Background: an optimization exercise with open tools, aiming at small area and a short achievable clock period. Do not read the settings as production practice.
In this exercise RTL edits were held to simulation tests only and were not proved equivalent to the original.
Power is estimated from default activity; no workload was simulated.

===== flow/config.mk =====
export PLATFORM = sky130hd
export DESIGN_NAME = cic_decim
export DESIGN_NICKNAME = cic_decim
export VERILOG_FILES = /design/flow/design.v
export SDC_FILE = /design/flow/constraint.sdc
export NUM_CORES = 4
export LEC_CHECK = 0
export CAP_MARGIN = 20
export CORE_MARGIN = 2
export CORE_UTILIZATION = 40
export SLEW_MARGIN = 20

===== flow/constraint.sdc =====
create_clock -name core_clock -period 16.5 [get_ports {clk}]
set_input_delay 3.3000 -clock core_clock [delete_from_list [all_inputs] [get_ports {clk}]]
set_output_delay 3.3000 -clock core_clock [all_outputs]
set_load 0.01 [all_outputs]

===== flow/design.v =====
module cic_decim (
    input  wire               clk,
    input  wire               rst,         
    input  wire               restart,     
    input  wire [2:0]         cfg_order,   
    input  wire [5:0]         cfg_shift,   
    input  wire [20:0]        cfg_ratio,   
    input  wire               in_valid,
    input  wire signed [23:0] in_data,
    input  wire               in_sat,
    output reg                out_valid,
    output reg  signed [23:0] out_data,
    output reg                out_sat
);
    localparam W = 88;
    reg         clr_r, v_r, sat_r;
    reg  [23:0] x_r;
    reg  [2:0]  order_c;
    reg  [5:0]  shift_c;
    reg  [20:0] ratio_c;
    always @(posedge clk) begin
        clr_r <= rst | restart;
        v_r   <= in_valid;
        sat_r <= in_sat;
        x_r   <= in_data;
        if (rst | restart) begin
            order_c <= cfg_order;
            shift_c <= cfg_shift;
            ratio_c <= cfg_ratio;
        end
    end
    wire       bypass = (ratio_c == 21'd1);
    wire [2:0] n_eff  = bypass ? 3'd0 : order_c;
    wire [5:0] s_eff  = bypass ? 6'd0 : shift_c;
    wire [5:1] pass_now;           
    genvar gk;
    generate
        for (gk = 1; gk <= 5; gk = gk + 1) begin : g_pass
            assign pass_now[gk] = (n_eff < gk);
        end
    endgenerate
    reg  [5:1] cl_pass  [1:9];
    reg  [5:0] cl_shift [1:9];
    reg  [22:0] span;              
    integer d;
    always @(posedge clk) begin
        cl_pass[1]  <= pass_now;
        cl_shift[1] <= s_eff;
        for (d = 2; d <= 9; d = d + 1) begin
            cl_pass[d]  <= cl_pass[d-1];
            cl_shift[d] <= cl_shift[d-1];
        end
        span <= order_c * (ratio_c - 21'd1);
    end
    reg  [20:0] pcnt;       
    reg  [22:0] satcnt;     
    wire last_in = (pcnt == ratio_c);
    wire strobe0 = v_r & last_in;
    wire win_sat = sat_r | (satcnt != 23'd0);
    always @(posedge clk) begin
        if (clr_r) begin
            pcnt   <= 21'd1;
            satcnt <= 23'd0;
        end else if (v_r) begin
            pcnt <= last_in ? 21'd1 : pcnt + 21'd1;
            if (sat_r)
                satcnt <= span;
            else if (satcnt != 23'd0)
                satcnt <= satcnt - 23'd1;
        end
    end
    reg  [4:0] vd;
    reg  [8:0] cd;
    reg  [7:1] sb, ss;
    reg  [6:1] sf;
    reg        out_seen;    
    always @(posedge clk) begin
        vd <= {vd[3:0], v_r};
        cd <= {cd[7:0], clr_r};
        ss <= {ss[6:1], win_sat};
        sf <= {sf[5:1], ~out_seen};
        if (clr_r)        out_seen <= 1'b0;
        else if (strobe0) out_seen <= 1'b1;
        if (rst) sb <= 7'd0;
        else     sb <= {sb[6:1], strobe0};
    end
    wire [8:0] clr_d = {cd[7:0], clr_r};    
    wire [4:0] v_d   = {vd[3:0], v_r};
    wire [7:0] sb_d  = {sb, strobe0};        
    function is_last(input [5:1] pass, input integer k);
        is_last = ~pass[k] & ((k == 5) | pass[(k == 5) ? 5 : k + 1]);
    endfunction
    reg  [5:1] kill_r;
    always @(posedge clk) begin
        kill_r[1] <= rst | restart | pass_now[1] | (strobe0 & is_last(pass_now, 1));
        kill_r[2] <= clr_d[0] | cl_pass[1][2] | (sb_d[1] & is_last(cl_pass[1], 2));
        kill_r[3] <= clr_d[1] | cl_pass[2][3] | (sb_d[2] & is_last(cl_pass[2], 3));
        kill_r[4] <= clr_d[2] | cl_pass[3][4] | (sb_d[3] & is_last(cl_pass[3], 4));
        kill_r[5] <= clr_d[3] | cl_pass[4][5] | (sb_d[4] & is_last(cl_pass[4], 5));
    end
    reg  [W-1:0] integ [1:5];
    wire [W-1:0] x_ext = {{(W-24){x_r[23]}}, x_r};
    wire [W-1:0] isum  [1:5];
    generate
        for (gk = 1; gk <= 5; gk = gk + 1) begin : g_int
            wire kill = kill_r[gk];
            wire [W-1:0] fb  = kill ? {W{1'b0}} : integ[gk];
            wire [W-1:0] src = (gk == 1) ? x_ext : integ[gk-1];
            wire [W-1:0] add = v_d[gk-1] ? src : {W{1'b0}};
            bk_add #(.N(W)) u_add (.a(fb), .b(add), .ci(1'b0), .s(isum[gk]));
            always @(posedge clk) integ[gk] <= isum[gk];
        end
    endgenerate
    reg  [W-1:0] dly2, dly3, dly4, dly5;
    reg  [W-1:0] tq;
    reg ph_b, e2, e3, e4, e5, ld2, ld3, ld4, ld5;
    wire phb_nx = sb[5] & ~cl_pass[6][1];
    always @(posedge clk) begin
        ph_b <= phb_nx;
        e2   <= ~phb_nx & ~cl_pass[5][2] & ~sf[4];
        e3   <= ~phb_nx & ~cl_pass[5][3] & ~sf[4];
        e4   <=  phb_nx & ~cl_pass[6][4] & ~sf[5];
        e5   <=  phb_nx & ~cl_pass[6][5] & ~sf[5];
        ld2  <= sb[4] & ~cl_pass[5][2];
        ld3  <= sb[4] & ~cl_pass[5][3];
        ld4  <= phb_nx & ~cl_pass[6][4];
        ld5  <= phb_nx & ~cl_pass[6][5];
    end
    wire [W-1:0] xa = ph_b ? tq : integ[5];
    wire [W-1:0] xb = ({W{e2}} & dly2) | ({W{e4}} & dly4);
    wire [W-1:0] yb = ({W{e3}} & dly3) | ({W{e5}} & dly5);
    wire [W-1:0] cx, cy;
    bk_add #(.N(W)) u_cx (.a(xa), .b(~xb), .ci(1'b1), .s(cx));
    wire [W-1:0] nxb = ~xb, nyb = ~yb;
    wire [W-1:0] cs_s = xa ^ nxb ^ nyb;
    wire [W-1:0] cs_m = (xa & nxb) | (xa & nyb) | (nxb & nyb);
    bk_add #(.N(W)) u_cy (.a(cs_s), .b({cs_m[W-2:0], 1'b1}), .ci(1'b1), .s(cy));
    always @(posedge clk) begin
        tq <= cy;
        if (ld2) dly2 <= integ[5];
        if (ld3) dly3 <= cx;
        if (ld4) dly4 <= tq;
        if (ld5) dly5 <= cx;
    end
    reg         o_val, o_sat;
    reg  [5:0]  sh;
    wire        byp_nx = sb[5] & cl_pass[6][1];
    always @(posedge clk) begin
        o_val <= ~rst & (byp_nx | (sb[6] & ~cl_pass[7][1]));
        o_sat <= byp_nx ? ss[5] : ss[6];
        sh    <= byp_nx ? 6'd0 : cl_shift[7];
    end
    wire [W-1:0] yv = tq;
    wire [W:0] z0 = {yv, 1'b0};
    wire [W:0] z1 = sh[5] ? {32'd0, z0[W:32]} : z0;
    wire       s1 = sh[5] & (|z0[31:0]);
    wire [W:0] z2 = sh[4] ? {16'd0, z1[W:16]} : z1;
    wire       s2 = s1 | (sh[4] & (|z1[15:0]));
    wire [W:0] z3 = sh[3] ? {8'd0, z2[W:8]} : z2;
    wire       s3 = s2 | (sh[3] & (|z2[7:0]));
    wire [W:0] z4 = sh[2] ? {4'd0, z3[W:4]} : z3;
    wire       s4 = s3 | (sh[2] & (|z3[3:0]));
    wire [W:0] z5 = sh[1] ? {2'd0, z4[W:2]} : z4;
    wire       s5 = s4 | (sh[1] & (|z4[1:0]));
    wire [W:0] z6 = sh[0] ? {1'd0, z5[W:1]} : z5;
    wire       sticky = s5 | (sh[0] & z5[0]);
    wire [23:0] qf    = z6[24:1];           
    wire        guard = z6[0];
    wire        sign  = yv[W-1];
    reg  [62:0] hi_mask;
    integer i;
    always @(*) begin
        for (i = 0; i < 63; i = i + 1)
            hi_mask[i] = (i >= sh);
    end
    wire hi_ne  = |((yv[W-2:24] ^ {63{sign}}) & hi_mask);
    wire rup    = guard & (sticky | qf[0]);
    wire lo_ones = &qf[22:0];
    wire sat_hi = ~sign & (hi_ne | qf[23] | (lo_ones & rup));
    wire sat_lo =  sign & (hi_ne | (~qf[23] & ~(lo_ones & rup)));
    wire [23:0] qr = qf + {23'd0, rup};
    always @(posedge clk) begin
        if (rst) begin
            out_valid <= 1'b0;
            out_data  <= 24'sd0;
            out_sat   <= 1'b0;
        end else begin
            out_valid <= o_val;
            if (o_val) begin
                if (sat_hi) begin
                    out_data <= 24'h7fffff;
                    out_sat  <= 1'b1;
                end else if (sat_lo) begin
                    out_data <= 24'h800000;
                    out_sat  <= 1'b1;
                end else begin
                    out_data <= qr;
                    out_sat  <= o_sat;
                end
            end
        end
    end
endmodule
module bk_add #(parameter N = 88) (
    input  wire [N-1:0] a,
    input  wire [N-1:0] b,
    input  wire         ci,
    output wire [N-1:0] s
);
    localparam L = (N > 64) ? 7 : (N > 32) ? 6 : (N > 16) ? 5 : (N > 8) ? 4 : (N > 4) ? 3 : (N > 2) ? 2 : 1;
    wire [N-1:0] p = a ^ b;
    wire [N-1:0] g0 = (a & b);
    wire [N-1:0] gl [0:2*L];
    wire [N-1:0] pl [0:2*L];
    assign gl[0] = {g0[N-1:1], g0[0] | (p[0] & ci)};
    assign pl[0] = p;
    genvar l, j;
    generate
        for (l = 0; l < L; l = l + 1) begin : g_up
            for (j = 0; j < N; j = j + 1) begin : g_b
                if ((j % (2 << l)) == ((2 << l) - 1) && j >= (1 << l)) begin : g_n
                    assign gl[l+1][j] = gl[l][j] | (pl[l][j] & gl[l][j - (1 << l)]);
                    assign pl[l+1][j] = pl[l][j] & pl[l][j - (1 << l)];
                end else begin : g_p
                    assign gl[l+1][j] = gl[l][j];
                    assign pl[l+1][j] = pl[l][j];
                end
            end
        end
        for (l = L - 2; l >= 0; l = l - 1) begin : g_dn
            for (j = 0; j < N; j = j + 1) begin : g_b
                if ((j % (2 << l)) == ((1 << l) * 3 - 1) % (2 << l) && j >= (3 << l) - 1) begin : g_n
                    assign gl[2*L-1-l][j] = gl[2*L-2-l][j] | (pl[2*L-2-l][j] & gl[2*L-2-l][j - (1 << l)]);
                    assign pl[2*L-1-l][j] = pl[2*L-2-l][j];
                end else begin : g_p
                    assign gl[2*L-1-l][j] = gl[2*L-2-l][j];
                    assign pl[2*L-1-l][j] = pl[2*L-2-l][j];
                end
            end
        end
    endgenerate
    wire [N-1:0] c = gl[2*L-1];           
    assign s = p ^ {c[N-2:0], ci};
endmodule

===== flow/flow/run.sh =====
#!/bin/bash
# The standard layout (the standard.sh: ORFS synthesis to final layout),
# with ORFS's timing repair aiming at a setup slack of 11.7 ns on the design's
# own clock and constraints, so that the layout is sized and buffered for a
# short achieved period. The make output goes to standard_make.log.
set -euo pipefail
bash standard.sh SETUP_SLACK_MARGIN=11.7 finish > standard_make.log 2>&1

===== flow/standard.sh =====
#!/bin/bash
# synth_recipe.tcl (not shown) runs the flow's synth.tcl, then flattens the netlist and writes it again
# the make line also repeats each setting of config.mk as NAME=value (left out here)
make -C /OpenROAD-flow-scripts/flow DESIGN_CONFIG=/design/flow/config.mk WORK_HOME=/design/flow/orfs CLKGATE_MAP_FILE= SYNTH_SCRIPT=/design/flow/synth_recipe.tcl "${@:-finish}"

==> results of run 1 <==
## flip-flops by register name, summed over array words and instances, names as in the netlist, 24 cells and up
name	flops
integ	440
cl_shift	42
dly2	88
x_r	24
dly5	88
dly3	88
cl_pass	29
out_data	24
tq	88
dly4	88
## cells in the final DEF, fill, tap and decap left out, types with 27 or more instances in the layout
cell type,count
and3_1,27
nor2b_1,468
xor2_1,309
fa_1,398
clkdlybuf4s50_1,58
mux4_2,52
buf_4,120
and2_1,397
o21ai_0,183
nand2b_1,56
inv_1,415
mux2i_1,61
mux2_2,58
a22o_1,102
o211ai_1,27
clkbuf_1,33
nor2_1,209
clkbuf_16,148
nor3_1,68
nand3_1,76
nand4_1,93
a21oi_1,255
xnor2_1,101
ha_1,601
o21bai_1,28
dfxtp_1,739
a22oi_1,100
edfxtp_1,382
nand2_1,325
a21o_1,367
## worst max-delay path: stages, from the launching register on
cell and delay, ns:
dfxtp_4 0.44, buf_6 0.12, buf_6 0.11, mux2_4 0.32, inv_4 0.06, ha_4 0.11
inv_2 0.03, fa_2 0.35, a211oi_2 0.22, o21bai_2 0.16, o2111ai_4 0.27, a2111oi_4 0.13
o2111ai_2 0.29, a21oi_2 0.12, o31a_1 0.34, a221o_2 0.45, buf_6 0.15, nand3_4 0.06
o21bai_4 0.06, a21oi_2 0.18, o21bai_2 0.09, fa_2 0.40, xor2_2 0.15
## report_power, final
| part | total [mW] | switching (mW) | internal, mW |
|---|---|---|---|
| logic | 2.17 | 1.16 | 1.02 |
| clock network | 3.00 | 1.24 | 1.75 |
| registers | 3.75 | 0.467 | 3.28 |
| total | 8.92 | 2.87 | 6.05 |
## metal layers
metal / part of all wire (%) / track usage [%]
met5: 0 / 0
met4: 3.2 / 5.95
met3: 5.6 / 3.00
met2: 45 / 30.3
met1: 46 / 26.9
## per-stage QoR
stage / utilization (%) / std cells / area [µm²] / setup slack, ns / power, mW
CTS: 45.8 / 9286 / 81800 / 11.51 / 8.87
detailed placement: 42.0 / 8948 / 75000 / 9.92 / 5.73
global route: 46.6 / 9347 / 83200 / 11.44 / 9.34
floorplan: - / 6705 / 72000 / 11.67 / 5.02
global placement: 42.0 / 8948 / 75000 / 10.03 / 5.68
finish: 46.6 / 9353 / 83200 / 11.59 / 8.92
## repair_timing
item                       4_1_cts  5_1_grt
setup endpoints to repair      369      124
cloned                          18       11
setup buffers                   76       50
pin swaps                       58       83
resized for setup              237      163
## cell usage after synthesis, types with 71 or more instances
| master | instances |
|---|---|
| nand4_1 | 93 |
| clkbuf_1 | 186 |
| and2_1 | 401 |
| ha_1 | 623 |
| nor3_1 | 71 |
| o21ai_0 | 209 |
| a22oi_1 | 106 |
| nand2_1 | 327 |
| edfxtp_1 | 382 |
| mux2i_1 | 83 |
| xor2_1 | 312 |
| nor2b_1 | 469 |
| nand3_1 | 78 |
| a21o_1 | 367 |
| inv_1 | 421 |
| xnor2_1 | 102 |
| dfxtp_1 | 766 |
| a21oi_1 | 282 |
| a22o_1 | 107 |
| fa_1 | 415 |
| nor2_1 | 214 |
## cell type report
type                    instances  area, µm²  share of cell area [%]
flip-flops and latches       1148      26900                    32.3
clock inverters                62        723                   0.869
diodes                          6       15.0                  0.0180
clock buffers                 182       3710                    4.46
inverters                     425       1600                    1.92
repair buffers                279       3460                    4.16
well taps                    2355       2950                    3.54
multi-input cells            4896      43900                    52.7
## worst paths after layout
check	endpoint	slack, ns	cells after the start
hold reg to reg	cl_pass[5][1]	0.30	0
setup / recovery	dly3[79]	11.59	22
hold / removal	cl_pass[5][1]	0.30	0
setup reg to reg	dly3[79]	11.59	22
## cells by family after synthesis
group / share of synthesized area [%]
AND/OR/NAND/NOR: 14.3
multiplexers: 4.41
buffers and inverters: 3.71
AO/OA/AOI/OAI: 12.9
flip-flops: 37.3
adder cells (fa/ha/maj): 22.4
XOR/XNOR: 5.04
==> key figures, run 1 <==
Place
  – HPWL after detailed placement: approximately 120 mm
  – GP Congestion: between 0.8 and 0.9
  – Port-buffer cells: 84

Drt
  – DRC: 0
  – DRT iter0 DRCs: 3325
  – Via total after detailed routing: approximately 50000
  – DRT antenna net count: 0
  – DRT Pass-1 Iters: 8
  – Wirelength per Cell: slightly below 20 µm
  – Vias per cell: roughly 5.3
  – Final wirelength: about 180 mm

Logic synthesis
  – Syn Inst Count: 6705
  – Synth Area per Inst: 10.7 µm²
  – Top_reg_cell synth: dfxtp_1
  – Synthesis Warnings: 8
  – Synth top area share: between 20% and 30%
  – Top cells by area, synth: dfxtp_1, edfxtp_1, fa_1, ha_1, nor2b_1
  – Syn_nets: between 7000 and 8000
  – Seq/Total Area, Yosys: a little under two fifths
  – Seq cells post-synth: 1148
  – Cell accounting for the most synthesized area: dfxtp_1
  – Number of synthesized flops with an enable pin: between 300 and 400
  – Yosys cell types: 90
  – Mapped cell area: about 72000 µm²
  – Async S/R FF share, synth: 0%

Clocking
  – CTS Buf Count: between 100 and 150
  – CTS max path bufs: 3
  – Root buffer cell: clkbuf_16
  – H-tree level count: 4
  – Clock Latency Late Sink: between 0.7 and 0.8 ns
  – CTS tree: yes
  – Sink Count: ~1100
  – Post-cts hold buffer count: 0
  – Clk pin slew, worst setup/hold paths: approximately 0.06 ns

Global routing
  – Largest net degree at the start of global routing: 90
  – Global-route wire length before repair: approximately 280 mm
  – GRT Total Usage: a little under a fifth
  – Gr ovfl total: 0
  – Vias in the first global route: 50307
  – Antenna violations before repair: 4

Timing
  – Final Max Slew Viols: 0
  – RSZ-0062 raised after global routing: yes
  – Final Skew: between 0.03 and 0.04 ns
  – WHS: 0.303 ns
  – Setup TNS Final: 0 ns
  – Worst slew margin: a little over a third
  – Final Critical Period: around 4.9 ns
  – Fmax: roughly 0.20 GHz
  – Worst slew pin tran: between 0.9 and 1 ns
  – Tcrit/Tclk final: around 30%
  – Final Hold Violating Endpoints: 0
  – # setup viols final: 0

Die
  – Core area: ~180000 µm²
  – DIE AREA: approximately 180000 µm²
  – Cell Rows: ~160
  – Starting Density: 40.3%
  – Chip Height: roughly 430 µm
  – DIE WIDTH: 428 µm
  – IO Pins: between 80 and 90

Worst hold path
  – Hold_sp: cl_pass[4][1]
  – Worst min-delay path class: reg2reg

Worst setup path
  – Worst endpoint required time: 17.01 ns
  – Worst Path Max Fanout: 5
  – Worst setup EP type: flop
  – Reg2Reg Launch Point: ph_b
  – Critical Path Source: ph_b
  – Crit path kind: reg2reg
  – CP Launch Type: flop
  – Crit path DAT: between 5 and 6 ns

Cells and area
  – Fillers: roughly 16000
  – Fin nets: roughly 8000
  – Area delta synth->final: 15.7%
  – Share of layout cells above drive strength 1: 11.2%

Run status
  – Outcome: no timing/DRC/antenna violations

Flow run
  – MaxCap Viol Count: 0

Power and ir drop
  – Pleak: 38.9 nW
  – Worst vdd ir: 0.0742 mV
  – PwrDens: about 110 nW/µm²
==> run 2, diff against run 1 <==
--- a/flow/config.mk
+++ b/flow/config.mk
@@ -8,4 +8,6 @@
 export CAP_MARGIN = 20
 export CORE_MARGIN = 2
-export CORE_UTILIZATION = 40
+export CORE_UTILIZATION = 55
+export CTS_CLUSTER_DIAMETER = 120
+export CTS_CLUSTER_SIZE = 20
 export SLEW_MARGIN = 20
==> run 2 against run 1 <==
Effect of this change:
- still clean on timing, DRC and antenna
- clock skew shrank 0.0019 ns
- critical path depth shrank 1
- final cell count shrank 8.3%
- die area shrank 27%
==> key figures, run 2 <==
Timing
  – Fmax: 0.206 GHz (+1.0%)
  – Tcrit/Tclk final: 29.5% (-0.30 points)
  – Final Skew: 0.0368 ns (-0.00192 ns)
  – Worst slew margin: 34.7% (-1.4 points)
  – RSZ-0062 raised after global routing: yes
  – Final Max Slew Viols: 0 (unchanged)
  – Worst slew pin tran: 0.980 ns (+0.0209 ns)
  – Final Hold Violating Endpoints: 0 (unchanged)
  – Final Critical Period: 4.86 ns (-0.0493 ns)
  – Setup TNS Final: 0 ns (unchanged)
  – # setup viols final: 0 (unchanged)

Drt
  – DRT Pass-1 Iters: 5 (-3)
  – DRT iter0 DRCs: 3317 (-0.24%)
  – DRC: 0 (unchanged)
  – Wirelength per Cell: 20.7 µm (+7.0%)
  – Vias per cell: 5.73 (+7.4%)
  – Via total after detailed routing: 49191 (-1.5%)
  – DRT antenna net count: 0 (unchanged)
  – Final wirelength: 177 mm (-1.9%)

Worst setup path
  – Reg2Reg Launch Point: e2
  – R2r setup slk: 11.64 ns (+0.05 ns)
  – Crit path DAT: 5.42 ns (about the same)
  – Worst setup EP type: flop
  – Worst reg2reg endpoint: tq[87]
  – Worst Path Max Fanout: 7 (+2)
  – Crit path kind: reg2reg
  – Critical Path Source: e2
  – CP Launch Type: flop
  – Worst endpoint required time: 17.06 ns (+0.05 ns)
  – FF-to-FF path depth: 21 (-4.5%)
  – CP endpoint: tq[87]

Logic synthesis
  – Async S/R FF share, synth: 0% (unchanged)
  – Seq/Total Area, Yosys: 37.3% (unchanged)
  – Count leader, synth: dfxtp_1
  – Most instantiated cells after synthesis: dfxtp_1, ha_1, nor2b_1, inv_1, fa_1
  – Top cells by area, synth: dfxtp_1, edfxtp_1, fa_1, ha_1, nor2b_1
  – Synth top area share: 21.3% (unchanged)
  – Syn Inst Count: 6705 (unchanged)
  – Synth Area per Inst: 10.7 µm² (unchanged)
  – Seq cells post-synth: 1148 (unchanged)
  – Mapped cell area: 71900 µm² (unchanged)
  – Cell accounting for the most synthesized area: dfxtp_1
  – Yosys cell types: 90 (unchanged)
  – Top_reg_cell synth: dfxtp_1
  – Number of synthesized flops with an enable pin: 382 (unchanged)
  – Synthesis Warnings: 8 (unchanged)
  – Syn_nets: 7802 (unchanged)

Die
  – Cell Rows: 132 (-15%)
  – Starting Density: 55.5% (+15 points)
  – Core area: 130000 µm² (-27%)
  – IO Pins: 85 (unchanged)
  – DIE WIDTH: 366 µm (-15%)
  – DIE AREA: 134000 µm² (-27%)
  – Chip Height: 366 µm (-15%)

Place
  – GP Congestion: 0.903 (+2.9%)
  – DP Cell Count: 8334 (-6.9%)
  – HPWL after detailed placement: 123 mm (-1.0%)
  – Port-buffer cells: 84 (unchanged)

Power and ir drop
  – Share of power burned in combinational logic: 27.8% (+3.4 points)
  – NetSw: 2.60 mW (-9.4%)
  – Pleak: 37.6 nW (-3.4%)
  – Seq pwr share: 49.0% (+7.0 points)
  – Sw Share: 34.0% (+1.8 points)
  – Worst vdd ir: 0.0676 mV (-8.9%)
  – Internal: 5.05 mW (-17%)
  – Clock share of power: 23.2% (-10 points)
  – PwrDens: 96.0 nW/µm² (-10%)

Clocking
  – CTS Buf Count: 68 (-49%)
  – H-tree level count: 3 (-1)
  – CTS tree: yes
  – CTS max path bufs: 3 (unchanged)
  – Sink Count: 1148 (unchanged)
  – Clock Latency Late Sink: 0.69 ns (-0.10 ns)
  – Root buffer cell: clkbuf_16
  – Clk pin slew, worst setup/hold paths: 0.08 ns (+0.02 ns)
  – Post-cts hold buffer count: 0 (unchanged)

Global routing
  – GRT Total Usage: 26.1% (+6.9 points)
  – Antenna violations before repair: 4 (unchanged)
  – Gr ovfl total: 0 (unchanged)
  – Largest net degree at the start of global routing: 90 (unchanged)
  – Global-route wire length before repair: 274 mm (-2.7%)
  – Vias in the first global route: 48285 (-4.0%)

Cells and area
  – Fillers: 10668 (-34%)
  – Commonest non-fill, non-tap cell in the layout: dfxtp_1
  – Commonest non-fill, non-tap cells in the layout: dfxtp_1, ha_1, nor2b_1, inv_1, fa_1
  – Fin nets: 7894 (-1.1%)
  – Register area: 26900 µm² (about the same)
  – Share of layout cells above drive strength 1: 9.09% (-2.1 points)
  – Final Non-Filler Cells: 8578 (-8.3%)
  – Multi-input combinational cell area: 43800 µm² (-0.26%)
  – Area delta synth->final: 10.8%
  – Most flops, register: integ
  – Largest register FFs: 440 (unchanged)

Run status
  – Outcome: no timing/DRC/antenna violations

Flow run
  – MaxCap Viol Count: 0 (unchanged)

Worst hold path
  – Worst min-delay path class: reg2reg
run 2: kinds of logic (layout without fill, tap and decap cells):
| kind of cell | Yosys count | count (layout) | share of synthesized area [%] |
|---|---|---|---|
| simple gates | 1867 | 1868 | 14.3 |
| compound gates | 1360 | 1360 | 12.9 |
| flops | 1148 | 1148 | 37.3 |
| fa+ha+maj | 1038 | 1038 | 22.4 |
| buf+inv | 662 | 790 | 3.71 |
| xor+xnor | 414 | 414 | 5.04 |
| mux | 216 | 216 | 4.41 |
| other cells | 0 | 2 | 0 |
run 2: cell type report:
cell class,instances,share of cell area [%]
tap,1742,2.74
multi-input combinational,4896,54.9
clock buffer,100,2.31
antenna,2,0.00628
sequential,1148,33.7
inverter,425,2.00
timing repair buffer,258,4.17
clock inverter,7,0.115
run 2: critical path, stage by stage, from the launching register on:
cell       delay [ns]
dfxtp_4          0.39
buf_12           0.16
a22o_4           0.27
fa_1             0.53
inv_1            0.05
ha_1             0.27
nor2b_4          0.13
o31a_1           0.28
o41ai_4          0.38
nor3_2           0.12
o21ai_4          0.21
o21bai_4         0.10
a31oi_4          0.28
o21ai_4          0.12
o2bb2ai_4        0.21
o41ai_4          0.10
a41oi_2          0.21
a21oi_2          0.09
fa_2             0.36
xor2_2           0.18
xnor2_1          0.18
xnor2_1          0.09
run 2: how the worst min path moves through the flow:
| stage | start | depth (start not counted) | to |
|---|---|---|---|
| after floorplan | cl_pass[1][1] | 0 | cl_pass[2][1] |
| final | cl_pass[2][2] | 0 | cl_pass[3][2] |
| after global routing | cl_pass[2][2] | 0 | cl_pass[3][2] |
| after global placement | cl_shift[2][0] | 0 | cl_shift[3][0] |
| after detailed placement | cl_shift[2][2] | 0 | cl_shift[3][2] |
| after CTS | cl_pass[2][2] | 0 | cl_pass[3][2] |
run 2: power by group through the flow:
stage	clock, mW	combinational (mW)	sequential [mW]
2_1_floorplan	0	1.53	3.48
3_3_place_gp	0	1.91	3.77
3_5_place_dp	0	1.95	3.77
4_1_cts	1.83	2.04	3.71
5_1_grt	1.93	2.36	3.75
6_report	1.77	2.13	3.75
run 2: what timing repair did:
item                                   in CTS  in global routing
endpoints found under the hold margin       0                  0
gates cloned                               18                 12
setup endpoints to repair                 388                121
gates resized for setup                   217                156
pin swaps                                  48                 68
buffers inserted                           43                 62
run 2: routing by layer:
layer	up-vias	part of all wire [%]	global-route usage, %	wire (µm)
li1	23761	-	-	-
met5	-	0	0	0
met3	305	5.1	2.81	8960
met4	0	3.5	8.86	6180
met2	1231	44	40.6	78200
met1	23894	47	38.0	84100
run 2: metrics by stage:
step                      power [mW]  hold WS (ns)  util (%)  setup slack [ns]  cell area, µm²
after CTS                       7.59         0.307      60.3             11.67           78100
final                           7.65         0.310      61.5             11.64           79700
after floorplan                 5.02         0.310         -             11.67           72000
after global placement          5.68         0.310      57.3              9.61           74300
after global routing            8.03         0.310      61.5             11.46           79700
after detailed placement        5.72         0.312      57.3              9.60           74300
==> run 3, diff against run 2 <==
--- a/flow/design.v
+++ b/flow/design.v
@@ -211,15 +211,15 @@
     wire [N-1:0] p = a ^ b;
     wire [N-1:0] g0 = (a & b);
-    wire [N-1:0] gl [0:2*L];
-    wire [N-1:0] pl [0:2*L];
+    wire [N-1:0] gl [0:L];
+    wire [N-1:0] pl [0:L];
     assign gl[0] = {g0[N-1:1], g0[0] | (p[0] & ci)};
     assign pl[0] = p;
     genvar l, j;
     generate
-        for (l = 0; l < L; l = l + 1) begin : g_up
+        for (l = 0; l < L; l = l + 1) begin : g_lv
             for (j = 0; j < N; j = j + 1) begin : g_b
-                if ((j % (2 << l)) == ((2 << l) - 1) && j >= (1 << l)) begin : g_n
-                    assign gl[l+1][j] = gl[l][j] | (pl[l][j] & gl[l][j - (1 << l)]);
-                    assign pl[l+1][j] = pl[l][j] & pl[l][j - (1 << l)];
+                if ((j >> l) % 2 == 1) begin : g_n
+                    assign gl[l+1][j] = gl[l][j] | (pl[l][j] & gl[l][((j >> l) << l) - 1]);
+                    assign pl[l+1][j] = pl[l][j] & pl[l][((j >> l) << l) - 1];
                 end else begin : g_p
                     assign gl[l+1][j] = gl[l][j];
@@ -228,17 +228,6 @@
             end
         end
-        for (l = L - 2; l >= 0; l = l - 1) begin : g_dn
-            for (j = 0; j < N; j = j + 1) begin : g_b
-                if ((j % (2 << l)) == ((1 << l) * 3 - 1) % (2 << l) && j >= (3 << l) - 1) begin : g_n
-                    assign gl[2*L-1-l][j] = gl[2*L-2-l][j] | (pl[2*L-2-l][j] & gl[2*L-2-l][j - (1 << l)]);
-                    assign pl[2*L-1-l][j] = pl[2*L-2-l][j];
-                end else begin : g_p
-                    assign gl[2*L-1-l][j] = gl[2*L-2-l][j];
-                    assign pl[2*L-1-l][j] = pl[2*L-2-l][j];
-                end
-            end
-        end
     endgenerate
-    wire [N-1:0] c = gl[2*L-1];           
+    wire [N-1:0] c = gl[L];               
     assign s = p ^ {c[N-2:0], ci};
 endmodule
--- a/flow/config.mk
+++ b/flow/config.mk
@@ -8,6 +8,6 @@
 export CAP_MARGIN = 20
 export CORE_MARGIN = 2
-export CORE_UTILIZATION = 55
-export CTS_CLUSTER_DIAMETER = 120
-export CTS_CLUSTER_SIZE = 20
+export CORE_UTILIZATION = 40
+export CTS_CLUSTER_DIAMETER = 150
+export CTS_CLUSTER_SIZE = 22
 export SLEW_MARGIN = 20
==> run 3 against run 2 <==
Effect of this change:
- non-clock buffer count shrank 65
- register-to-register slack improved by 0.18 ns
- worst setup slack better by 0.18 ns
- clock skew fell by 0.0017 ns
- final area fell by 2.4%
- sequential share of layout area increased by 0.82 points
- routed wire length shrank 0.66%
- synthesized cell count is 7.0% higher
- fmax is 3.9% higher
- synthesized area down 0.95%
==> key figures, run 3 <==
Run status
  – Outcome: no timing/DRC/antenna violations

Global routing
  – Largest net degree at the start of global routing: 90 (unchanged)
  – GRT Total Usage: 18.6% (-7.4 points)
  – Antenna violations before repair: 6 (+2)
  – Gr ovfl total: 0 (unchanged)
  – Global-route wire length before repair: 276 mm (+0.49%)
  – Vias in the first global route: 50554 (+4.7%)

Cells and area
  – Share of layout cells above drive strength 1: 7.13% (-2.0 points)
  – Fin nets: 8039 (+1.8%)
  – Area delta synth->final: 9.12%
  – Commonest non-fill, non-tap cells in the layout: dfxtp_1, ha_1, nor2b_1, nor2_1, and2_1
  – Most flops, register: integ
  – Commonest non-fill, non-tap cell in the layout: dfxtp_1
  – Largest register FFs: 440 (unchanged)
  – Finished Cell Area: 77800 µm² (-2.4%)

Worst setup path
  – Critical Path Max Stage Delay: 0.48 ns (-0.05 ns)
  – Critical path cell sequence: buf_12, buf_12, mux2_2, inv_1, ha_1, inv_1, fa_1, a211oi_2, o21ai_0, nand3_1, a311oi_4, o2111ai_2, nand3_2, o21ai_4, o21ai_4, a211oi_4, o31ai_4, or4_1, nand3_1
  – Worst endpoint required time: 17.09 ns (+0.03 ns)
  – R2r setup slk: 11.82 ns (+0.18 ns)
  – Worst setup EP type: flop
  – Crit path DAT: 5.27 ns (-0.15 ns)
  – CP Launch Type: flop
  – Crit path kind: reg2reg
  – Slowest cell on crit path: or4_1
  – Worst Path Max Fanout: 5 (-2)

Power and ir drop
  – Pleak: 33.2 nW (-12%)
  – Worst vdd ir: 0.0904 mV (+34%)
  – PwrDens: 97.1 nW/µm² (+1.1%)
  – Final Power: 7.55 mW (-1.3%)

Die
  – Cell Rows: 154 (+17%)
  – IO Pins: 85 (unchanged)
  – Core area: 176000 µm² (+36%)
  – DIE WIDTH: 426 µm (+17%)
  – Starting Density: 40.4% (-15 points)
  – DIE AREA: 182000 µm² (+36%)
  – Chip Height: 426 µm (+17%)

Timing
  – Final Skew: 0.0351 ns (-0.00170 ns)
  – Final Critical Period: 4.68 ns (-0.182 ns)
  – # setup viols final: 0 (unchanged)
  – Tcrit/Tclk final: 28.4% (-1.1 points)
  – Final Max Slew Viols: 0 (unchanged)
  – Fmax: 0.214 GHz (+3.9%)
  – Final Hold Violating Endpoints: 0 (unchanged)
  – Worst slew pin tran: 0.966 ns (-0.0141 ns)
  – Setup TNS Final: 0 ns (unchanged)
  – Worst Setup Slack, final: 11.82 ns (+0.182 ns)
  – Worst slew margin: 34.8% (+0.12 points)
  – RSZ-0062 raised after global routing: yes

Clocking
  – Clock Latency Late Sink: 0.74 ns (+0.05 ns)
  – Clk pin slew, worst setup/hold paths: 0.10 ns (+0.02 ns)
  – CTS Buf Count: 58 (-15%)
  – Post-cts hold buffer count: 0 (unchanged)
  – H-tree level count: 2 (-1)
  – CTS max path bufs: 3 (unchanged)
  – Root buffer cell: clkbuf_16
  – Sink Count: 1148 (unchanged)
  – CTS tree: yes

Drt
  – Wirelength per Cell: 18.4 µm (-11%)
  – DRT Pass-1 Iters: 6 (+1)
  – DRT antenna net count: 0 (unchanged)
  – Via total after detailed routing: 51944 (+5.6%)
  – DRT iter0 DRCs: 3934 (+19%)
  – Vias per cell: 5.43 (-5.4%)
  – Final wirelength: 176 mm (-0.66%)
  – DRC: 0 (unchanged)

Flow run
  – MaxCap Viol Count: 0 (unchanged)

Logic synthesis
  – Mapped cell area: 71300 µm² (-0.95%)
  – Most instantiated cells after synthesis: dfxtp_1, ha_1, nor2b_1, nor2_1, and2_1
  – Cell accounting for the most synthesized area: dfxtp_1
  – Synth top area share: 21.5% (+0.20 points)
  – Top_reg_cell synth: dfxtp_1
  – Synth Area per Inst: 9.93 µm² (-7.5%)
  – Seq cells post-synth: 1148 (unchanged)
  – Async S/R FF share, synth: 0% (unchanged)
  – Number of synthesized flops with an enable pin: 382 (unchanged)
  – Top cells by area, synth: dfxtp_1, edfxtp_1, ha_1, nor2b_1, fa_1
  – Syn_nets: 8022 (+2.8%)
  – Syn Inst Count: 7177 (+7.0%)
  – Yosys cell types: 97 (+7.8%)
  – Seq/Total Area, Yosys: 37.6% (+0.36 points)
  – Count leader, synth: dfxtp_1
  – Synthesis Warnings: 8 (unchanged)

Worst hold path
  – Worst min-delay path class: reg2reg

Place
  – Port-buffer cells: 84 (unchanged)
  – Post-Place Setup Slack: 10.30 ns (+0.699 ns)
  – GP Congestion: 0.908 (+0.59%)
  – HPWL after detailed placement: 128 mm (+3.9%)
  – Placed cell area: 74300 µm² (about the same)
run 3: per-layer routing:
| metal | vias to the layer above | wire [µm] | GRT usage (%) |
|---|---|---|---|
| li1 | 25653 | - | - |
| met5 | - | 0 | 0 |
| met4 | 0 | 5170 | 4.95 |
| met1 | 24751 | 84600 | 26.7 |
| met3 | 248 | 8780 | 1.88 |
| met2 | 1292 | 77700 | 29.9 |
run 3: final timing paths:
path	start	depth (start not counted)	to
max reg2reg	ph_b	19	dly3[87]
min	cl_shift[2][5]	0	cl_shift[3][5]
min reg2reg	cl_shift[2][5]	0	cl_shift[3][5]
max	ph_b	19	dly3[87]
run 3: worst max-delay path: cells and delay by family, from the launching register on:
family          cells  cell delay (ns)
compound gates      8             1.81
fa+ha+maj           2             0.57
flops               1             0.38
mux                 1             0.39
buf+inv             4             0.36
simple gates        4             1.03
run 3: cell families after synthesis:
group | share of synthesized area [%]
xor+xnor | 6.81
mux | 4.46
simple gates | 17.5
compound gates | 14.8
fa+ha+maj | 15.5
buf+inv | 3.31
flops | 37.6
run 3: timing repair:
item | 4_1_cts | 5_1_grt
pin swaps | 5 | 21
resized for setup | 109 | 127
buffers inserted | 21 | 41
setup endpoints to repair | 323 | 141
cloned | 1 | 10
run 3: stage by stage:
step                      hold WS, ns  util (%)  std cells
final                           0.327      44.1       9572
after detailed placement        0.312      42.1       9401
after global routing            0.332      44.1       9570
after CTS                       0.330      43.4       9517
after floorplan                 0.310         -       7177
after global placement          0.310      42.1       9401
run 3: final cells by class:
class	instances	area, µm²
Multi-Input combinational cell	5459	42800
Inverter	332	1270
Sequential cell	1148	26900
Timing Repair inverter	2	10.0
Antenna cell	4	10.0
Tap cell	2340	2930
Clock buffer	90	1580
Fill cell	16833	98700
Clock inverter	4	72.6
Timing Repair Buffer	193	2230
run 3: report_power, final:
part	total [mW]	switching [mW]	leakage [nW]	internal, mW
combinational	2.19	1.18	22.5	1.00
clock	1.63	0.962	0.795	0.670
sequential	3.73	0.448	9.96	3.28
total	7.55	2.59	33.2	4.95
==> run 4, diff against run 3 <==
==> flow/flow/run.sh (replaced) <==
#!/bin/bash
# The standard layout (the standard.sh: ORFS synthesis to final layout),
# with ORFS's timing repair aiming at a setup slack of 11.9 ns on the design's
# own clock and constraints, so that the layout is sized and buffered for a
# short achieved period. The make output goes to standard_make.log.
set -euo pipefail
bash standard.sh SETUP_SLACK_MARGIN=11.9 finish > standard_make.log 2>&1
==> run 4 against run 3 <==
Effect of this change:
- synthesized cell count is the same
- worst hold slack lost 0.0058 ns
- via count grew 0.15%
- combinational power grew 2%
- core utilization grew 0.52 points
- clock skew shrank 0.0058 ns
- synthesized area is the same
- die area is the same
- non-clock buffer count grew 58
- critical path type unchanged
- first-iteration DRC count grew 3.5%
==> key figures, run 4 <==
Timing
  – Worst slew pin tran: 1.11 ns (+0.143 ns)
  – RSZ-0062 raised after global routing: yes
  – Setup TNS Final: 0 ns (unchanged)
  – Fmax: 0.217 GHz (+1.5%)
  – Final Max Slew Viols: 0 (unchanged)
  – Final Hold Violating Endpoints: 0 (unchanged)
  – # setup viols final: 0 (unchanged)
  – Tcrit/Tclk final: 28.0% (-0.42 points)
  – WHS: 0.321 ns (-0.00576 ns)
  – Worst Setup Slack, final: 11.89 ns (+0.0688 ns)
  – Final Skew: 0.0293 ns (-0.00585 ns)
  – Final Critical Period: 4.61 ns (-0.0688 ns)
  – Worst slew margin: 25.4% (-9.4 points)

Global routing
  – Global-route wire length before repair: 281 mm (+1.9%)
  – Largest net degree at the start of global routing: 90 (unchanged)
  – GRT Total Usage: 19.1% (+0.46 points)
  – Vias in the first global route: 50958 (+0.80%)
  – Antenna violations before repair: 3 (-3)
  – Gr ovfl total: 0 (unchanged)

Place
  – Post-Place Setup Slack: 9.84 ns (-0.451 ns)
  – Port-buffer cells: 84 (unchanged)
  – Placed cell area: 74300 µm² (about the same)
  – GP Congestion: 0.909 (about the same)
  – HPWL after detailed placement: 127 mm (-0.27%)

Die
  – Starting Density: 40.4% (unchanged)
  – IO Pins: 85 (unchanged)
  – Chip Height: 426 µm (unchanged)
  – DIE AREA: 182000 µm² (unchanged)
  – Core area: 176000 µm² (unchanged)
  – Cell Rows: 154 (unchanged)
  – DIE WIDTH: 426 µm (unchanged)

Cells and area
  – Fin nets: 8097 (+0.72%)
  – Area delta synth->final: 10.4%
  – Commonest non-fill, non-tap cells in the layout: dfxtp_1, ha_1, nor2b_1, nor2_1, and2_1
  – Share of layout cells above drive strength 1: 9.37% (+2.2 points)
  – Most flops, register: integ
  – Commonest non-fill, non-tap cell in the layout: dfxtp_1
  – Largest register FFs: 440 (unchanged)
  – Finished Cell Area: 78700 µm² (+1.2%)

Drt
  – DRT Pass-1 Iters: 9 (+3)
  – DRT antenna net count: 0 (unchanged)
  – Via total after detailed routing: 52021 (+0.15%)
  – DRC: 0 (unchanged)
  – DRT iter0 DRCs: 4071 (+3.5%)
  – Vias per cell: 5.40 (-0.44%)
  – Final wirelength: 179 mm (+1.5%)
  – Wirelength per Cell: 18.6 µm (+0.86%)

Power and ir drop
  – PwrDens: 96.7 nW/µm² (-0.34%)
  – Clock share of power: 21.4% (-0.2 points)
  – Pleak: 33.6 nW (+1.2%)
  – Internal: 5.00 mW (+0.88%)
  – Sw Share: 34.3% (about the same)
  – Share of power burned in combinational logic: 29.5% (+0.5 points)
  – NetSw: 2.61 mW (+0.76%)
  – Worst vdd ir: 0.0892 mV (-1.4%)
  – Seq pwr share: 49.1% (-0.3 points)

Logic synthesis
  – Number of synthesized flops with an enable pin: 382 (unchanged)
  – Synth top area share: 21.5% (unchanged)
  – Syn_nets: 8022 (unchanged)
  – Most instantiated cells after synthesis: dfxtp_1, ha_1, nor2b_1, nor2_1, and2_1
  – Top_reg_cell synth: dfxtp_1
  – Seq cells post-synth: 1148 (unchanged)
  – Cell accounting for the most synthesized area: dfxtp_1
  – Syn Inst Count: 7177 (unchanged)
  – Seq/Total Area, Yosys: 37.6% (unchanged)
  – Yosys cell types: 97 (unchanged)
  – Async S/R FF share, synth: 0% (unchanged)
  – Synth Area per Inst: 9.93 µm² (unchanged)
  – Count leader, synth: dfxtp_1
  – Synthesis Warnings: 8 (unchanged)
  – Mapped cell area: 71300 µm² (unchanged)
  – Top cells by area, synth: dfxtp_1, edfxtp_1, ha_1, nor2b_1, fa_1

Clocking
  – Clock Latency Late Sink: 0.74 ns (about the same)
  – CTS Buf Count: 58 (unchanged)
  – Sink Count: 1148 (unchanged)
  – CTS max path bufs: 3 (unchanged)
  – H-tree level count: 2 (unchanged)
  – CTS tree: yes
  – Root buffer cell: clkbuf_16
  – Clk pin slew, worst setup/hold paths: 0.10 ns (about the same)

Worst setup path
  – Crit path kind: reg2reg
  – Worst setup EP type: flop
  – Crit path DAT: 5.28 ns (about the same)
  – Worst endpoint required time: 17.16 ns (+0.07 ns)
  – CP Launch Type: flop
  – R2r setup slk: 11.89 ns (+0.07 ns)
  – Worst Path Max Fanout: 9 (+4)

Flow run
  – MaxCap Viol Count: 0 (unchanged)

Run status
  – Outcome: no timing/DRC/antenna violations

Worst hold path
  – Worst min-delay path class: reg2reg
==> run 4: changes by cell type in the layout (fill, tap and decap cells not counted), moves of 23 or more <==
cell,previous run,this run
buf_4,61,107
buf_2,0,26
dfxtp_1,738,712
dlygate4sd2_1,26,0
dfxtp_2,17,40
==> run 4: per-layer routing <==
metal  GRT usage (%)  share of wire (%)  up-vias
met5               0                  0        -
met4            5.37                3.2        0
met3            1.92                5.1      327
met2            30.8                 44     1296
met1            27.2                 47    24637
li1                -                  -    25761
==> run 4: logic make-up (layout without fill, tap and decap cells) <==
family	count (synthesis)	count (layout)	synth area share, %
and+or+nand+nor	2349	2349	17.5
AOI/OAI and AO/OA	1554	1554	14.8
DFF	1148	1148	37.6
adders and majority gates	788	788	15.5
buffers and inverters	570	679	3.31
xor gates and xnor gates	554	554	6.81
muxes	214	214	4.46
other	0	3	0
==> run 4: worst paths after layout <==
| kind | start | endpoint | cells past startpoint |
|---|---|---|---|
| worst max-delay path | ph_b | tq[85] | 19 |
| worst min-delay path | cl_shift[6][5] | cl_shift[7][5] | 0 |
| worst max register to register | ph_b | tq[85] | 19 |
| worst min register to register | cl_shift[6][5] | cl_shift[7][5] | 0 |
==> run 4: layout make-up <==
class                   instances  area [µm²]
well taps                    2340        2930
diodes                          3        7.51
repair inverters                2        10.0
repair buffers                251        2730
clock inverters                 5        76.3
multi-input cells            5459       43200
fillers                     16673       97800
inverters                     332        1270
flip-flops and latches       1148       26900
clock buffers                  89        1580
==> run 4: critical path, cell delays in order (launching register included) <==
cell and delay [ns]:
dfxtp_4 0.39, buf_12 0.14, buf_16 0.15, buf_8 0.19, mux2_2 0.39, fa_1 0.48, ha_1 0.38, and2_1 0.16
nor3b_1 0.24, o211a_1 0.24, o31ai_4 0.10, o21ai_2 0.25, o211ai_1 0.14, buf_4 0.17, a2111oi_4 0.35, o211ai_1 0.18
buf_4 0.18, o21ai_4 0.14, buf_6 0.11, xor2_1 0.12
==> run 4: through the flow <==
stage	utilization, %	cells	power (mW)
after global placement	42.1	9398	5.77
after global routing	44.6	9626	8.00
final	44.6	9629	7.61
after floorplan	-	7177	5.16
after CTS	43.9	9576	7.53
after detailed placement	42.1	9398	5.81
==> run 4: power by group through the flow <==
stage | sequential, mW | clock (mW) | combinational [mW]
floorplan | 3.49 | 0 | 1.67
global placement | 3.78 | 0 | 1.99
detailed placement | 3.79 | 0 | 2.03
CTS | 3.71 | 1.69 | 2.13
global route | 3.75 | 1.78 | 2.47
finish | 3.74 | 1.63 | 2.24
==> run 4: repair_timing <==
action / CTS / global route
setup buffers: 78 / 45
endpoints found under the setup margin: 415 / 157
hold buffers: 0 / 0
pin swaps: 27 / 56
resized for setup: 273 / 162
gates cloned: 6 / 5
==> run 5, diff against run 4 <==
==> flow/run.sh (new file) <==
#!/bin/bash
# synth_recipe.tcl (not shown) runs the flow's synth.tcl, then flattens the netlist and writes it again
# the make line also repeats each setting of config.mk as NAME=value (left out here)
make -C /OpenROAD-flow-scripts/flow DESIGN_CONFIG=/design/flow/config.mk WORK_HOME=/design/flow/orfs CLKGATE_MAP_FILE= SYNTH_SCRIPT=/design/flow/synth_recipe.tcl finish
--- a/flow/config.mk
+++ b/flow/config.mk
@@ -11,3 +11,4 @@
 export CTS_CLUSTER_DIAMETER = 150
 export CTS_CLUSTER_SIZE = 22
+export SETUP_SLACK_MARGIN = 5
 export SLEW_MARGIN = 20
removed: flow/flow/run.sh
removed: flow/standard.sh
==> run 5 against run 4 <==
Effect of this change:
- sequential share of layout area rose by 1.2 points
- global-route usage fell by 0.51 points
- non-clock buffer count fell by 132
- worst hold slack got worse by 0.00066 ns
- critical endpoint is now tq[86]
- final cell count fell by 1.4%
- clock power barely moved
- register-to-register slack got worse by 1.8 ns
- largest power group unchanged
- fmax fell by 28%
- via count fell by 1.4%
==> key figures, run 5 <==
Run status
  – Outcome: no timing/DRC/antenna violations

Timing
  – Worst slew margin: 31.5% (+6.1 points)
  – Worst Setup Slack, final: 10.08 ns (-1.80 ns)
  – RSZ-0062 raised after global routing: no
  – Tcrit/Tclk final: 38.9% (+11 points)
  – Final Skew: 0.0714 ns (+0.0421 ns)
  – Worst slew pin tran: 1.02 ns (-0.0904 ns)
  – WHS: 0.321 ns (-0.000663 ns)
  – Final Critical Period: 6.42 ns (+1.80 ns)
  – # setup viols final: 0 (unchanged)
  – Final Hold Violating Endpoints: 0 (unchanged)
  – Fmax: 0.156 GHz (-28%)
  – Setup TNS Final: 0 ns (unchanged)
  – Final Max Slew Viols: 0 (unchanged)

Logic synthesis
  – Count leader, synth: dfxtp_1
  – Number of synthesized flops with an enable pin: 382 (unchanged)
  – Yosys cell types: 97 (unchanged)
  – Cell accounting for the most synthesized area: dfxtp_1
  – Top_reg_cell synth: dfxtp_1
  – Async S/R FF share, synth: 0% (unchanged)
  – Top cells by area, synth: dfxtp_1, edfxtp_1, ha_1, nor2b_1, fa_1
  – Synth top area share: 21.5% (unchanged)
  – Synthesis Warnings: 8 (unchanged)
  – Syn_nets: 8022 (unchanged)
  – Most instantiated cells after synthesis: dfxtp_1, ha_1, nor2b_1, nor2_1, and2_1
  – Seq/Total Area, Yosys: 37.6% (unchanged)
  – Mapped cell area: 71300 µm² (unchanged)
  – Seq cells post-synth: 1148 (unchanged)
  – Syn Inst Count: 7177 (unchanged)
  – Synth Area per Inst: 9.93 µm² (unchanged)

Worst hold path
  – Cells on Worst Hold Path: 0 (unchanged)
  – Worst min-delay path class: reg2reg
  – Hold_sp: ss[1]
  – Hold path endpoint: ss[2]

Global routing
  – GRT Total Usage: 18.6% (-0.51 points)
  – Largest net degree at the start of global routing: 90 (unchanged)
  – Global-route wire length before repair: 276 mm (-1.9%)
  – Gr ovfl total: 0 (unchanged)
  – Vias in the first global route: 50871 (-0.17%)
  – Antenna violations before repair: 1 (-2)

Power and ir drop
  – Share of power burned in combinational logic: 27.5% (-2.0 points)
  – NetSw: 2.55 mW (-2.3%)
  – Sw Share: 34.3% (-0.071 points)
  – Final Power: 7.45 mW (-2.1%)
  – Seq pwr share: 50.5% (+1.4 points)
  – Internal: 4.90 mW (-2.0%)
  – Clock share of power: 22.0% (+0.6 points)
  – Pleak: 32.4 nW (-3.6%)
  – Worst vdd ir: 0.0992 mV (+11%)
  – PwrDens: 98.1 nW/µm² (+1.4%)

Drt
  – DRT iter0 DRCs: 3453 (-15%)
  – Wirelength per Cell: 18.0 µm (-3.1%)
  – Via total after detailed routing: 51270 (-1.4%)
  – DRT Pass-1 Iters: 8 (-1)
  – DRC: 0 (unchanged)
  – Vias per cell: 5.40 (about the same)
  – DRT antenna net count: 0 (unchanged)
  – Final wirelength: 171 mm (-4.4%)

Cells and area
  – Final Non-Filler Cells: 9496 (-1.4%)
  – Most flops, register: integ
  – Fillers: 16968 (+1.8%)
  – Share of layout cells above drive strength 1: 4.84% (-4.5 points)
  – Commonest non-fill, non-tap cells in the layout: dfxtp_1, ha_1, nor2b_1, nor2_1, and2_1
  – Area delta synth->final: 6.63%
  – Finished Cell Area: 76000 µm² (-3.4%)
  – Fin nets: 7964 (-1.6%)
  – Commonest non-fill, non-tap cell in the layout: dfxtp_1
  – Largest register FFs: 440 (unchanged)
  – Final core occ: 43.0% (-1.5 points)

Worst setup path
  – Crit path kind: reg2reg
  – CP bufs+invs: 2 (-4)
  – Crit path DAT: 7.06 ns (+1.78 ns)
  – Worst setup EP type: flop
  – CP Launch Type: flop
  – Worst endpoint required time: 17.14 ns (-0.02 ns)
  – Critical Path Max Stage Delay: 0.89 ns (+0.41 ns)
  – Critical path cell sequence: buf_4, mux2_2, fa_1, ha_1, and4_1, nand2_1, or3b_2, a2111oi_1, buf_4, o211ai_1, a2111oi_0, o211ai_1, o21ai_0, a21oi_1, xnor2_1
  – Worst reg2reg endpoint: tq[86]
  – CP top delay family: compound AO/OA/AOI/OAI gates
  – Slowest cell on crit path: dfxtp_4
  – FF-to-FF path depth: 15 (-4)
  – R2r setup slk: 10.08 ns (-1.80 ns)
  – Reg2Reg Launch Point: ph_b
  – Worst Path Max Fanout: 48 (+39)

Place
  – HPWL after detailed placement: 128 mm (+0.35%)
  – DP Cell Count: 9397 (-0.011%)
  – Placed cell area: 74200 µm² (about the same)
  – GP Congestion: 0.915 (+0.67%)
  – Post-Place Setup Slack: 10.11 ns (+0.264 ns)
  – Port-buffer cells: 84 (unchanged)

Die
  – Core area: 176000 µm² (unchanged)
  – Chip Height: 426 µm (unchanged)
  – DIE AREA: 182000 µm² (unchanged)
  – IO Pins: 85 (unchanged)
  – Starting Density: 40.4% (unchanged)
  – Cell Rows: 154 (unchanged)
  – DIE WIDTH: 426 µm (unchanged)

Clocking
  – Post-CTS setup buffers: 0 (-100%)
  – Clock Latency Late Sink: 0.77 ns (+0.03 ns)
  – PostCTS Resize Cnt: 0 (-100%)
  – Sink Count: 1148 (unchanged)
  – Post-cts hold buffer count: 0 (unchanged)
  – Root buffer cell: clkbuf_16
  – H-tree level count: 2 (unchanged)
  – CTS tree: yes
  – Clk pin slew, worst setup/hold paths: 0.10 ns (about the same)
  – CTS Buf Count: 59 (+1.7%)
  – CTS max path bufs: 3 (unchanged)

Flow run
  – MaxCap Viol Count: 0 (unchanged)
run 5: cell counts after synthesis:
Identical to the previous run, type by type.
run 5: layout make-up:
cell class | instances | area (µm²) | area share, %
Clock buffer | 90 | 1590 | 2.10
Clock inverter | 7 | 118 | 0.155
Inverter | 332 | 1260 | 1.66
Tap cell | 2340 | 2930 | 3.85
Timing Repair Buffer | 119 | 1120 | 1.48
Antenna cell | 1 | 2.50 | 0.00329
Sequential cell | 1148 | 26900 | 35.4
Multi-Input combinational cell | 5459 | 42100 | 55.4
run 5: how the worst max path moves through the flow:
| stage | startpoint | to | slack (ns) | cells past startpoint |
|---|---|---|---|---|
| 3_3_place_gp | ph_b | tq[86] | 10.15 | 15 |
| 5_1_grt | ph_b | tq[86] | 9.70 | 15 |
| 4_1_cts | ph_b | tq[86] | 10.07 | 15 |
| 3_5_place_dp | ph_b | tq[86] | 10.11 | 15 |
| 6_report | ph_b | tq[86] | 10.08 | 15 |
| 2_1_floorplan | ph_b | tq[86] | 11.28 | 17 |
run 5: power groups by stage:
stage               Combinational (mW)  Sequential [mW]  Clock [mW]
global route                      2.28             3.77        1.80
floorplan                         1.67             3.49           0
CTS                               2.03             3.74        1.71
finish                            2.05             3.76        1.64
detailed placement                2.01             3.81           0
global placement                  1.99             3.80           0
run 5: kinds of logic (layout without fill, tap and decap cells):
| logic type | Yosys count | in the layout | share of synthesized area, % |
|---|---|---|---|
| other | 0 | 1 | 0 |
| flip-flops | 1148 | 1148 | 37.6 |
| AND/OR/NAND/NOR | 2349 | 2349 | 17.5 |
| adder cells (fa/ha/maj) | 788 | 788 | 15.5 |
| multiplexers | 214 | 214 | 4.46 |
| buffers and inverters | 570 | 548 | 3.31 |
| AO/OA/AOI/OAI | 1554 | 1554 | 14.8 |
| XOR/XNOR | 554 | 554 | 6.81 |
run 5: metal layers:
layer	GRT usage (%)	wire length [µm]	up-vias
met5	0	0	-
met4	4.96	4610	0
met3	2.24	8420	268
met2	29.7	74800	1171
met1	26.5	83100	24354
li1	-	-	25477
==> run 6, diff against run 5 <==
--- a/flow/design.v
+++ b/flow/design.v
@@ -42,5 +42,4 @@
     reg  [5:1] cl_pass  [1:9];
     reg  [5:0] cl_shift [1:9];
-    reg  [22:0] span;              
     integer d;
     always @(posedge clk) begin
@@ -51,21 +50,27 @@
             cl_shift[d] <= cl_shift[d-1];
         end
-        span <= order_c * (ratio_c - 21'd1);
     end
     reg  [20:0] pcnt;       
-    reg  [22:0] satcnt;     
+    reg  [20:0] sat_a;
+    reg  [2:0]  sat_n;
     wire last_in = (pcnt == ratio_c);
     wire strobe0 = v_r & last_in;
-    wire win_sat = sat_r | (satcnt != 23'd0);
+    wire win_sat = sat_r | (sat_a != 21'd0) | (sat_n > 3'd1);
     always @(posedge clk) begin
         if (clr_r) begin
-            pcnt   <= 21'd1;
-            satcnt <= 23'd0;
+            pcnt  <= 21'd1;
+            sat_a <= 21'd0;
+            sat_n <= 3'd0;
         end else if (v_r) begin
             pcnt <= last_in ? 21'd1 : pcnt + 21'd1;
-            if (sat_r)
-                satcnt <= span;
-            else if (satcnt != 23'd0)
-                satcnt <= satcnt - 23'd1;
+            if (sat_r) begin
+                sat_a <= ratio_c - 21'd1;
+                sat_n <= bypass ? 3'd1 : order_c;
+            end else if (sat_a != 21'd0) begin
+                sat_a <= sat_a - 21'd1;
+            end else if (sat_n > 3'd1) begin
+                sat_a <= ratio_c - 21'd2;
+                sat_n <= sat_n - 3'd1;
+            end
         end
     end
==> flow/flow/run.sh (new file) <==
#!/bin/bash
# The standard layout (the standard.sh: ORFS synthesis to final layout),
# with ORFS's timing repair aiming at a setup slack of 11.7 ns on the design's
# own clock and constraints, so that the layout is sized and buffered for a
# short achieved period. The make output goes to standard_make.log.
set -euo pipefail
bash standard.sh SETUP_SLACK_MARGIN=11.7 finish > standard_make.log 2>&1
==> flow/standard.sh (new file) <==
#!/bin/bash
# synth_recipe.tcl (not shown) runs the flow's synth.tcl, then flattens the netlist and writes it again
# the make line also repeats each setting of config.mk as NAME=value (left out here)
make -C /OpenROAD-flow-scripts/flow DESIGN_CONFIG=/design/flow/config.mk WORK_HOME=/design/flow/orfs CLKGATE_MAP_FILE= SYNTH_SCRIPT=/design/flow/synth_recipe.tcl "${@:-finish}"
--- a/flow/config.mk
+++ b/flow/config.mk
@@ -11,4 +11,3 @@
 export CTS_CLUSTER_DIAMETER = 150
 export CTS_CLUSTER_SIZE = 22
-export SETUP_SLACK_MARGIN = 5
 export SLEW_MARGIN = 20
removed: flow/run.sh
==> run 6 against run 5 <==
Effect of this change:
- sequential cell count shrank 22
- core utilization up 0.34 points
- sequential power is 3% lower
- global-route usage increased by 0.95 points
- register-to-register slack improved by 1.7 ns
- fmax is 37% higher
- clock-buffer cell count shrank 4
- critical path depth up 1
- worst setup slack improved by 1.7 ns
- sequential share of layout area fell by 0.26 points
- highest routed layer unchanged
- largest cell class unchanged
==> key figures, run 6 <==
Global routing
  – Global-route wire length before repair: 281 mm (+2.1%)
  – Largest net degree at the start of global routing: 90 (unchanged)
  – Gr ovfl total: 0 (unchanged)
  – Antenna violations before repair: 3 (+2)
  – Vias in the first global route: 49719 (-2.3%)
  – GRT Total Usage: 19.5% (+0.95 points)

Clocking
  – Clock Latency Late Sink: 0.74 ns (-0.03 ns)
  – Root buffer cell: clkbuf_16
  – CTS Buf Count: 57 (-3.4%)
  – CTS max path bufs: 3 (unchanged)
  – Sink Count: 1126 (-1.9%)
  – Clk pin slew, worst setup/hold paths: 0.09 ns (about the same)
  – H-tree level count: 2 (unchanged)
  – CTS tree: yes
  – Post-cts hold buffer count: 0 (unchanged)

Logic synthesis
  – Syn Inst Count: 7010 (-2.3%)
  – Seq cells post-synth: 1126 (-1.9%)
  – Synthesis Warnings: 8 (unchanged)
  – Mapped cell area: 69800 µm² (-2.1%)
  – Synth Area in XOR/XNOR: 7.59% (+0.78 points)
  – Number of synthesized flops with an enable pin: 382 (unchanged)
  – Count leader, synth: dfxtp_1
  – Area share of fa/ha/maj cells after synthesis: 14.9% (-0.61 points)
  – Top_reg_cell synth: dfxtp_1
  – Async S/R FF share, synth: 0% (unchanged)
  – Yosys cell types: 98 (+1.0%)
  – Most instantiated cells after synthesis: dfxtp_1, ha_1, nor2b_1, and2_1, a21oi_1
  – Synth top area share: 21.3% (-0.18 points)
  – Synth Area per Inst: 9.95 µm² (+0.26%)
  – Synth Area in Compound Gates: 14.8% (+0.046 points)
  – Synth Area in Simple Gates: 17.2% (-0.35 points)
  – Post-synthesis mux area share: 4.33% (-0.12 points)
  – Seq/Total Area, Yosys: 37.8% (+0.16 points)
  – Largest family of logic cells by synthesized area: simple AND/OR/NAND/NOR gates
  – Syn_nets: 7817 (-2.6%)
  – Top cells by area, synth: dfxtp_1, edfxtp_1, ha_1, nor2b_1, xnor2_1
  – Cell accounting for the most synthesized area: dfxtp_1

Drt
  – Via total after detailed routing: 50813 (-0.89%)
  – DRT antenna net count: 0 (unchanged)
  – DRT Pass-1 Iters: 5 (-3)
  – DRT iter0 DRCs: 3417 (-1.0%)
  – DRC: 0 (unchanged)
  – Wirelength per Cell: 19.2 µm (+6.8%)
  – Vias per cell: 5.44 (+0.80%)
  – Final wirelength: 180 mm (+5.0%)

Timing
  – Fmax: 0.213 GHz (+37%)
  – WHS: 0.314 ns (-0.00628 ns)
  – Tcrit/Tclk final: 28.5% (-10 points)
  – Final Skew: 0.0579 ns (-0.0135 ns)
  – Worst Setup Slack, final: 11.81 ns (+1.72 ns)
  – Final Critical Period: 4.69 ns (-1.72 ns)
  – Final Max Slew Viols: 0 (unchanged)
  – Worst slew margin: 28.4% (-3.2 points)
  – # setup viols final: 0 (unchanged)
  – Final Hold Violating Endpoints: 0 (unchanged)
  – Setup TNS Final: 0 ns (unchanged)
  – RSZ-0062 raised after global routing: yes
  – Worst slew pin tran: 1.07 ns (+0.0540 ns)

Power and ir drop
  – Worst vdd ir: 0.0937 mV (-5.6%)
  – Sw Share: 34.7% (+0.43 points)
  – Share of power burned in combinational logic: 27.7% (+0.2 points)
  – Internal: 4.75 mW (-3.1%)
  – Pleak: 32.4 nW (about the same)
  – NetSw: 2.52 mW (-1.3%)
  – Clock share of power: 22.1% (about the same)
  – Seq pwr share: 50.2% (-0.3 points)
  – PwrDens: 96.5 nW/µm² (-1.7%)
  – Final Power: 7.27 mW (-2.5%)

Place
  – Placed cell area: 72800 µm² (-1.9%)
  – Post-Place Setup Slack: 10.41 ns (+0.306 ns)
  – HPWL after detailed placement: 133 mm (+4.1%)
  – GP Congestion: 0.928 (+1.5%)
  – Port-buffer cells: 84 (unchanged)

Cells and area
  – Area delta synth->final: 7.96%
  – Commonest non-fill, non-tap cells in the layout: dfxtp_1, ha_1, nor2b_1, and2_1, a21oi_1
  – Share of layout cells above drive strength 1: 5.53% (+0.70 points)
  – Largest register FFs: 440 (unchanged)
  – Most flops, register: integ
  – ANT cells: 0 (-1)
  – Commonest non-fill, non-tap cell in the layout: dfxtp_1
  – Finished Cell Area: 75300 µm² (-0.85%)
  – Fin nets: 7788 (-2.2%)

Run status
  – Outcome: no timing/DRC/antenna violations

Worst setup path
  – Worst endpoint required time: 17.12 ns (-0.02 ns)
  – Worst Path Max Fanout: 55 (+15%)
  – Slowest cell on crit path: fa_1
  – Worst setup EP type: flop
  – Crit path DAT: 5.31 ns (-1.75 ns)
  – Crit path kind: reg2reg
  – Critical path cell sequence: buf_16, a22o_1, fa_1, inv_1, ha_1, nor3_1, o211ai_1, a41oi_1, o221ai_1, a221oi_1, o21ai_2, a2bb2oi_1, o21ai_0, a21oi_1, o21bai_1, xnor2_1
  – CP Launch Type: flop
  – Critical Path Max Stage Delay: 0.52 ns (-0.37 ns)

Die
  – DIE WIDTH: 422 µm (-1.0%)
  – Starting Density: 40.2% (-0.18 points)
  – DIE AREA: 178000 µm² (-2.1%)
  – Cell Rows: 153 (-0.65%)
  – Chip Height: 422 µm (-1.0%)
  – IO Pins: 85 (unchanged)
  – Core area: 174000 µm² (-1.6%)

Flow run
  – MaxCap Viol Count: 0 (unchanged)

Worst hold path
  – Worst min-delay path class: reg2reg
[run 6: stage by stage]
stage / cells / utilization, %
after global placement: 9219 / 41.9
final: 9337 / 43.4
after detailed placement: 9219 / 41.9
after CTS: 9328 / 43.2
after floorplan: 7010 / -
after global routing: 9337 / 43.4
[run 6: power groups by stage]
stage / Combinational (mW) / Sequential [mW] / Clock, mW
5_1_grt: 2.20 / 3.66 / 1.75
2_1_floorplan: 1.54 / 3.39 / 0
3_5_place_dp: 1.94 / 3.69 / 0
4_1_cts: 1.98 / 3.63 / 1.67
6_report: 2.01 / 3.65 / 1.60
3_3_place_gp: 1.90 / 3.69 / 0
[run 6: logic make-up (layout without fill, tap and decap cells)]
family,count (synthesis),after routing
simple gates,2208,2208
compound gates,1530,1530
flops,1126,1126
fa+ha+maj,748,748
xor+xnor,605,605
buf+inv,581,583
mux,212,212
[run 6: final timing paths]
kind	cells after the start	slack [ns]	from	end
worst min register to register	0	0.31	cl_shift[6][3]	cl_shift[7][3]
worst max-delay path	16	11.81	e4	tq[87]
worst max register to register	16	11.81	e4	tq[87]
worst min-delay path	0	0.31	cl_shift[6][3]	cl_shift[7][3]
[run 6: layout make-up]
class | count | area, µm²
Fill cell | 16502 | 98300
Multi-Input combinational cell | 5303 | 41300
Sequential cell | 1126 | 26400
Tap cell | 2325 | 2910
Timing Repair Buffer | 162 | 1800
Clock buffer | 86 | 1580
Inverter | 331 | 1250
Clock inverter | 4 | 32.5
[run 6: critical path, delay by kind of cell, from the launching register on]
family	cells	cell delay [ns]
flip-flops	1	0.47
AO/OA/AOI/OAI	10	2.68
adder cells (fa/ha/maj)	2	0.74
XOR/XNOR	1	0.12
AND/OR/NAND/NOR	1	0.25
buffers and inverters	2	0.32
[run 6: timing repair]
| item | CTS | global route |
|---|---|---|
| gates resized for setup | 115 | 45 |
| endpoints found under the setup margin | 362 | 105 |
| endpoints found under the hold margin | 0 | 0 |
| setup buffers | 17 | 9 |
| cloned | 2 | 0 |
| pin swaps | 5 | 1 |
[run 6: per-layer routing]
layer / global-route usage (%) / part of all wire (%) / vias to the layer above
li1: - / - / 25062
met1: 27.7 / 48 / 24260
met2: 31.2 / 44 / 1215
met3: 2.46 / 5.2 / 276
met4: 5.44 / 3.0 / 0
met5: 0 / 0 / -

## re-timing with driven ports
How much do the figures lean on ideal ports? The routed layouts below were timed once more, with nothing changed but the port constraints.
Step 1 assumes that a clkbuf_16 drives the clock port and a buf_2 every other input.
Step 2 also shifts input and output timing later by t, the mid clock arrival at the registers, as if the neighbouring blocks saw the same clock.
a / b / c = ideal / step 1 / step 2; a / b = the first two.
| run | t, ns | slack for setup (ns) | latest minus earliest clock arrival (ns) |
|---|---|---|---|
| run 1 | 0.845 | 11.587 / 11.587 / 11.303 | 0.039 / 0.039 |
| run 2 | 0.750 | 11.636 / 11.636 / 11.334 | 0.041 / 0.041 |
| run 3 | 0.804 | 11.818 / 11.752 / 11.387 | 0.035 / 0.035 |
| run 4 | 0.801 | 11.886 / 11.886 / 11.377 | 0.029 / 0.029 |
| run 5 | 0.814 | 10.082 / 10.082 / 10.082 | 0.078 / 0.078 |
| run 6 | 0.786 | 11.805 / 11.740 / 11.327 | 0.061 / 0.062 |
After both steps every run listed still meets setup and hold. The setup slack of run 4, which loses most, moves by 0.000 ns with the drivers and by -0.509 ns with both steps.
